This design comes from an exercise in tuning for small area and a short achievable clock period on the open sky130 flow, not from production work.
The RTL of this run was laid out without a check of its function.

==> flow/design.v <==
module crc_bit_step (
    input  wire [31:0] s_in,
    input  wire [31:0] poly,
    input  wire        din,
    output wire [31:0] s_out
);
    wire fb = s_in[31];
    assign s_out = {s_in[30:0], din} ^ ({32{fb}} & poly);
endmodule
module crc_bit_step0 (
    input  wire [31:0] s_in,
    input  wire [31:0] poly,
    output wire [31:0] s_out
);
    wire fb = s_in[31];
    assign s_out = {s_in[30:0], 1'b0} ^ ({32{fb}} & poly);
endmodule
module crc_unit (
    input  wire        clk,
    input  wire        rst,           
    input  wire [2:0]  op,            
    input  wire [1:0]  size,          
    input  wire [63:0] wdata,
    input  wire [1:0]  cfg_width,     
    input  wire [31:0] cfg_poly,
    input  wire [31:0] cfg_init,
    input  wire [1:0]  cfg_reflect,   
    input  wire [31:0] cfg_xorout,
    output wire [31:0] running,
    output wire [31:0] result,
    output wire [1:0]  cmp_status,    
    output wire [63:0] bytes_fed
);
    localparam OP_RESET   = 3'd1;
    localparam OP_COMPARE = 3'd2;
    localparam OP_WRITE   = 3'd3;
    localparam OP_FEED    = 3'd4;
    reg        w8_q, w16_q;           
    reg [31:0] poly_q;                
    reg [31:0] xorout_q;              
    reg        refin_q, refout_q;
    reg [31:0] crc_q;                 
    reg [1:0]  status_q;
    reg [63:0] count_q;
    wire [7:0] byte_en = {{4{size == 2'd3}}, {2{size[1]}}, size != 2'd0, 1'b1};
    reg  [63:0] d;                    
    integer i, j;
    always @(*) begin
        for (i = 0; i < 8; i = i + 1)
            for (j = 0; j < 8; j = j + 1)
                d[8*i + j] = byte_en[i] & (refin_q ? wdata[8*i + j] : wdata[8*i + 7 - j]);
    end
    wire [31:0] st [0:64];
    genvar g;
    generate
        for (g = 0; g < 32; g = g + 1) begin : place
            assign st[0][31 - g] = crc_q[31 - g] ^ d[g];
        end
        for (g = 0; g < 64; g = g + 1) begin : steps
            if (g < 32) begin : with_data
                crc_bit_step u_step (.s_in(st[g]), .poly(poly_q), .din(d[32 + g]), .s_out(st[g + 1]));
            end else begin : no_data
                crc_bit_step0 u_step (.s_in(st[g]), .poly(poly_q), .s_out(st[g + 1]));
            end
        end
    endgenerate
    wire [31:0] tap1 = st[8], tap2 = st[16], tap4 = st[32], tap8 = st[64];
    reg [31:0] fed_crc;
    always @(*) begin
        case (size)
            2'd0:    fed_crc = tap1;
            2'd1:    fed_crc = tap2;
            2'd2:    fed_crc = tap4;
            default: fed_crc = tap8;
        endcase
    end
    wire w32_q = ~w8_q & ~w16_q;
    wire [31:0] run_w = {crc_q[31:16] & {16{w32_q}},
                         crc_q[15:8] | (crc_q[31:24] & {8{w16_q}}),
                         crc_q[7:0] | (crc_q[31:24] & {8{w8_q}}) | (crc_q[23:16] & {8{w16_q}})};
    reg [31:0] crc_rev;
    always @(*)
        for (i = 0; i < 32; i = i + 1)
            crc_rev[i] = crc_q[31 - i];
    wire [31:0] result_w = (refout_q ? crc_rev : run_w) ^ xorout_q;
    wire cw8  = cfg_width == 2'd0;
    wire cw16 = cfg_width == 2'd1;
    wire cw32 = cfg_width[1];
    function [31:0] align;
        input [31:0] v;
        input        a8, a16, a32;
        align = {(v[31:24] & {8{a32}}) | (v[15:8] & {8{a16}}) | (v[7:0] & {8{a8}}),
                 (v[23:16] & {8{a32}}) | (v[7:0] & {8{a16}}),
                 v[15:0] & {16{a32}}};
    endfunction
    wire        is_reset = (op == OP_RESET);
    wire [31:0] load_src = is_reset ? cfg_init : wdata[31:0];
    wire [31:0] load_val = is_reset ? align(load_src, cw8, cw16, cw32)
                                    : align(load_src, w8_q, w16_q, w32_q);
    wire [31:0] cmp_mask = {{16{w32_q}}, {8{~w8_q}}, 8'hFF};
    wire        cmp_eq   = ~|((result_w ^ wdata[31:0]) & cmp_mask);
    always @(posedge clk) begin
        if (rst) begin
            w8_q     <= 1'b0;
            w16_q    <= 1'b0;
            poly_q   <= 32'h1EDC_6F41;
            xorout_q <= 32'hFFFF_FFFF;
            refin_q  <= 1'b1;
            refout_q <= 1'b1;
            crc_q    <= 32'hFFFF_FFFF;
            status_q <= 2'd0;
            count_q  <= 64'd0;
        end else begin
            case (op)
                OP_RESET: begin
                    w8_q     <= cw8;
                    w16_q    <= cw16;
                    poly_q   <= align(cfg_poly, cw8, cw16, cw32);
                    xorout_q <= cfg_xorout & {{16{cw32}}, {8{~cw8}}, 8'hFF};
                    refin_q  <= cfg_reflect[0];
                    refout_q <= cfg_reflect[1];
                    crc_q    <= load_val;
                    status_q <= 2'd0;
                    count_q  <= 64'd0;
                end
                OP_COMPARE: status_q <= cmp_eq ? 2'd1 : 2'd2;
                OP_WRITE:   crc_q <= load_val;
                OP_FEED: begin
                    crc_q   <= fed_crc;
                    count_q <= count_q + ({63'd0, 1'b1} << size);
                end
                default: ;
            endcase
        end
    end
    assign running    = run_w;
    assign result     = result_w;
    assign cmp_status = status_q;
    assign bytes_fed  = count_q;
endmodule
==> flow/run.sh <==
#!/bin/bash
# synth_recipe.tcl (not shown) runs the flow's synth.tcl, then flattens the netlist and writes it again
# the make line also repeats each setting of config.mk as NAME=value (left out here)
make -C /OpenROAD-flow-scripts/flow DESIGN_CONFIG=/design/flow/config.mk WORK_HOME=/design/flow/orfs CLKGATE_MAP_FILE= SYNTH_SCRIPT=/design/flow/synth_recipe.tcl finish
==> flow/config.mk <==
export PLATFORM = sky130hd
export DESIGN_NAME = crc_unit
export DESIGN_NICKNAME = crc_unit
export VERILOG_FILES = /design/flow/design.v
export SDC_FILE = /design/flow/constraint.sdc
export NUM_CORES = 4
export LEC_CHECK = 0
export CAP_MARGIN = 20
export CORE_MARGIN = 2
export CORE_UTILIZATION = 40
export SLEW_MARGIN = 20
export SYNTH_HIERARCHICAL = 1
==> flow/constraint.sdc <==
create_clock -name core_clock -period 80.0 [get_ports {clk}]
set_input_delay 16.0000 -clock core_clock [delete_from_list [all_inputs] [get_ports {clk}]]
set_output_delay 16.0000 -clock core_clock [all_outputs]
set_load 0.01 [all_outputs]
==> summary.txt <==
-- modules after synthesis (local to each module, per instance) --
module | area (um^2) | cells inside
crc_unit | 11700 | 1430
crc_bit_step | 434 | 67
crc_bit_step0 | 428 | 66
-- layer usage --
metal | vias to the layer above | GRT usage, % | routed length [um]
met5 | - | 0 | 51
met4 | 6 | 14.8 | 8330
met3 | 425 | 5.76 | 14800
met2 | 2017 | 49.1 | 73200
met1 | 17900 | 41.4 | 68500
li1 | 18100 | - | -
-- area by class of cell --
type / count / area, um^2 / share of cell area (%)
clock buffer: 17 / 425 / 0.977
antenna: 12 / 30.0 / 0.0689
tap: 1276 / 1600 / 3.66
inverter: 11 / 41.3 / 0.0948
sequential: 166 / 3370 / 7.73
multi-input combinational: 5199 / 33800 / 77.5
clock inverter: 15 / 205 / 0.471
timing repair buffer: 443 / 4130 / 9.47
-- cell usage in the layout, fill, tap and decap left out, types with 6 or more instances in the layout --
cell type        count
xnor2_2             64
xor2_1              30
dfxtp_1            132
diode_2             12
nor2_1             150
a211oi_1            27
mux2_2              33
or3_1               17
nor2b_1             11
buf_4              138
nand3b_1            14
o21bai_1            22
and4_1               6
nand2b_1            10
nand3_1             44
o21ai_0             21
a222oi_1             8
a221o_1              8
dfxtp_2             33
clkdlybuf4s50_1    296
a211o_1             44
a22oi_1             27
inv_1               11
a21o_1              10
nand2_1           2190
nand4_1              9
mux2i_1             74
a21oi_1            101
nor4b_1             11
a221oi_1            10
nor3_1              14
and3_1              42
clkbuf_16           17
xnor2_1           2019
o211ai_1            24
and2_1              48
mux4_2              32
-- worst min-delay path, delay by kind of cell, from the launching register on --
kind	cells	cell delay (ns)
DFF	1	0.33
and+or+nand+nor	1	0.06
AOI/OAI and AO/OA	1	0.05
-- state kept, by name (all words and copies together) (netlist names) --
name / count
refin_q: 1
w16_q: 1
crc_q: 32
xorout_q: 32
count_q: 64
poly_q: 32
status_q: 2
refout_q: 1
w8_q: 1
-- cell usage after synthesis (30+ instances only) --
library cell | count | area, um^2
nand2_1 | 2191 | 8220
nor2_1 | 154 | 578
mux2i_1 | 74 | 741
xor2_1 | 30 | 263
xnor2_1 | 2083 | 18200
mux4_2 | 32 | 721
a21oi_1 | 101 | 505
and2_1 | 48 | 300
clkbuf_1 | 100 | 375
buf_6 | 195 | 2200
dfxtp_1 | 166 | 3320
mux2_2 | 33 | 372
and3_1 | 42 | 263
a211o_1 | 44 | 385
nand3_1 | 44 | 220
-- through the flow --
stage | area (um^2) | hold WS (ns) | cells
6_report | 43600 | 0.487 | 7139
5_1_grt | 43600 | 0.504 | 7135
4_1_cts | 43500 | 0.470 | 7127
3_5_place_dp | 42900 | 0.460 | 7095
3_3_place_gp | 42900 | 0.443 | 7095
2_1_floorplan | 39300 | 0.456 | 5686
-- logic make-up after synthesis --
group,Yosys count
fa+ha+maj,6
compound gates,334
buf+inv,321
xor+xnor,2113
mux,142
flops,166
simple gates,2604
-- worst min path at each step --
stage / start / to
2_1_floorplan: xorout_q[18]$_SDFFE_PP1N_ / xorout_q[18]$_SDFFE_PP1N_
3_3_place_gp: w16_q$_SDFFE_PP0N_ / w16_q$_SDFFE_PP0N_
4_1_cts: w16_q$_SDFFE_PP0N_ / w16_q$_SDFFE_PP0N_
5_1_grt: w16_q$_SDFFE_PP0N_ / w16_q$_SDFFE_PP0N_
6_report: w16_q$_SDFFE_PP0N_ / w16_q$_SDFFE_PP0N_
3_5_place_dp: w16_q$_SDFFE_PP0N_ / w16_q$_SDFFE_PP0N_
==> impl_metrics.py <==
metrics = {
    "floorplan": {
        "die_width_um": 317,
        "num_rows": 114,
        "core_mm2": 0.0970,
        "io_pins": 301,
        "die_h_um": 317,
        "initial_core_util_pct": 40.5,
        "dieArea_mm2": 0.101,
    },
    "cts": {
        "cts_hold_buffers": 0,
        "cts_resized": 0,
        "cts.sinks": 166,
        "htreeDepth": 4,
        "insertion_delay_ns": 0.48,
        "post_cts_buffers": 0,
        "path_clk_slew_ns": 0.07,
        "cts_tree": "done",
        "cts_made_buffers": 17,
        "clk_path_buf_depth": 2,
        "clock-root-buffer": "clkbuf_16",
    },
    "drt": {
        "dr.first_iter.drc_count": 4750,
        "route.vias.total": 38500,
        "drcViolationCount": 0,
        "vias_per_cell": 5.39,
        "firstDrtPassIters": 9,
        "wl_per_cell_um": 23.1,
        "drtAntennaViolNets": 0,
        "routed_wl_um": 165000,
    },
    "setup_path": {
        "cp-end-kind": "register",
        "arrival_ns": 56.32,
        "r2r_end": "crc_q[21]$_SDFFE_PP1P_",
        "worstSetupPathType": "input port to register",
        "required_ns": 80.36,
        "cp.depth": 197,
        "crit_path_max_fanout": 33,
        "worst_r2r_startpoint": "refin_q$_SDFFE_PP1N_",
        "critPathSlowestCell": "clkdlybuf4s50_1",
        "start_kind": "input port",
        "critical-path-top-delay-family": "buffers and inverters",
        "crit_end": "crc_q[21]$_SDFFE_PP1P_",
        "crit_buf_inv": 62,
        "r2r_slack_ns": 39.52,
        "startpoint": "wdata[0]",
        "rr_worst_depth": 196,
        "max_stage_delay_ns": 0.59,
    },
    "logic_synthesis": {
        "syn_area_per_cell_um2": 6.90,
        "synth_top_family_by_area": "XOR/XNOR gates",
        "synthAdderAreaFrac_pct": 0.198,
        "syn_inst": 5686,
        "synthFlopType": "dfxtp_1",
        "synth-async-reset-ratio_pct": 0,
        "synthXorXnorAreaFrac_pct": 47.1,
        "synth-edff-count": 0,
        "synthSimpleGateAreaFrac_pct": 26.7,
        "ys_types": 68,
        "synth_seq_cells": 166,
        "syn_nets": 5861,
        "yosysSeqAreaShare_pct": 8.46,
        "synth_compound_area_share_pct": 5.96,
        "synthMuxAreaShare_pct": 4.76,
        "yosysWarnings": 7,
        "syn_area_mm2": 0.0393,
    },
    "cells_and_area": {
        "nNetsFinal": 6013,
        "n_fill_cell": 9846,
        "areaGrowthSynthToFinish_pct": 11.0,
        "drive_above_1_share_pct": 6.14,
        "utilization_pct": 44.9,
    },
    "sta": {
        "finClkSkew_ns": 0.00996,
        "worstMarginPinSlew_ns": 1.13,
        "max-slew-margin-rel_pct": 24.2,
        "rsz0062_at_grt": "false",
        "period_needed_ns": 55.96,
        "period_share_pct": 69.9,
        "finalSetupViolCount": 0,
        "fmax_mhz": 17.9,
        "setup_slack_ns": 24.05,
        "slew_violations": 0,
        "tns_ns": 0,
        "hold_viol_final": 0,
    },
    "min_path": {
        "hold_path_depth": 2,
        "hold_class": "register to register",
    },
    "placed_design": {
        "dpl_worst_slack_ns": 24.29,
        "gp_routability_congestion": 0.997,
        "portBuffers": 300,
        "dp_hpwl_um": 114000,
    },
    "status": {
        "status": "timing/DRC/antenna clean",
    },
    "run": {
        "maxCapViolations": 0,
    },
    "grt": {
        "grt_max_degree": 104,
        "antenna_found_initial": 16,
        "grt_pass1_wl_um": 239000,
        "first_global_vias": 35700,
        "gr-total-overflow": 0,
        "grt_usage_pct": 31.3,
    },
}

[what the ideal ports hide]
No port has a modelled driver above. Below, the same layout with a new extraction and two added sets of constraints.
Step 1, drivers: a clkbuf_16 drives clk and a buf_2 each remaining input, both assumed.
Step 2, shift: input delay + t, output delay - t, t = (earliest + latest rising clock arrival at the registers) / 2. This alone moves slack from input paths to output paths.
Slacks: no drivers / after step 1 / after step 2; pairs: no drivers / after step 1.
t (ns): 0.524
setup slack, ns: 24.045 / 24.078 / 23.554
latest minus earliest clock arrival (ns): 0.013 / 0.013
slew at the worst register clock pin (ns): 0.08 / 0.08
pins driven straight from the clock port: 1
After both steps this run still meets setup and hold. The setup slack of this run moves by +0.033 ns with the drivers and by -0.491 ns with both steps.
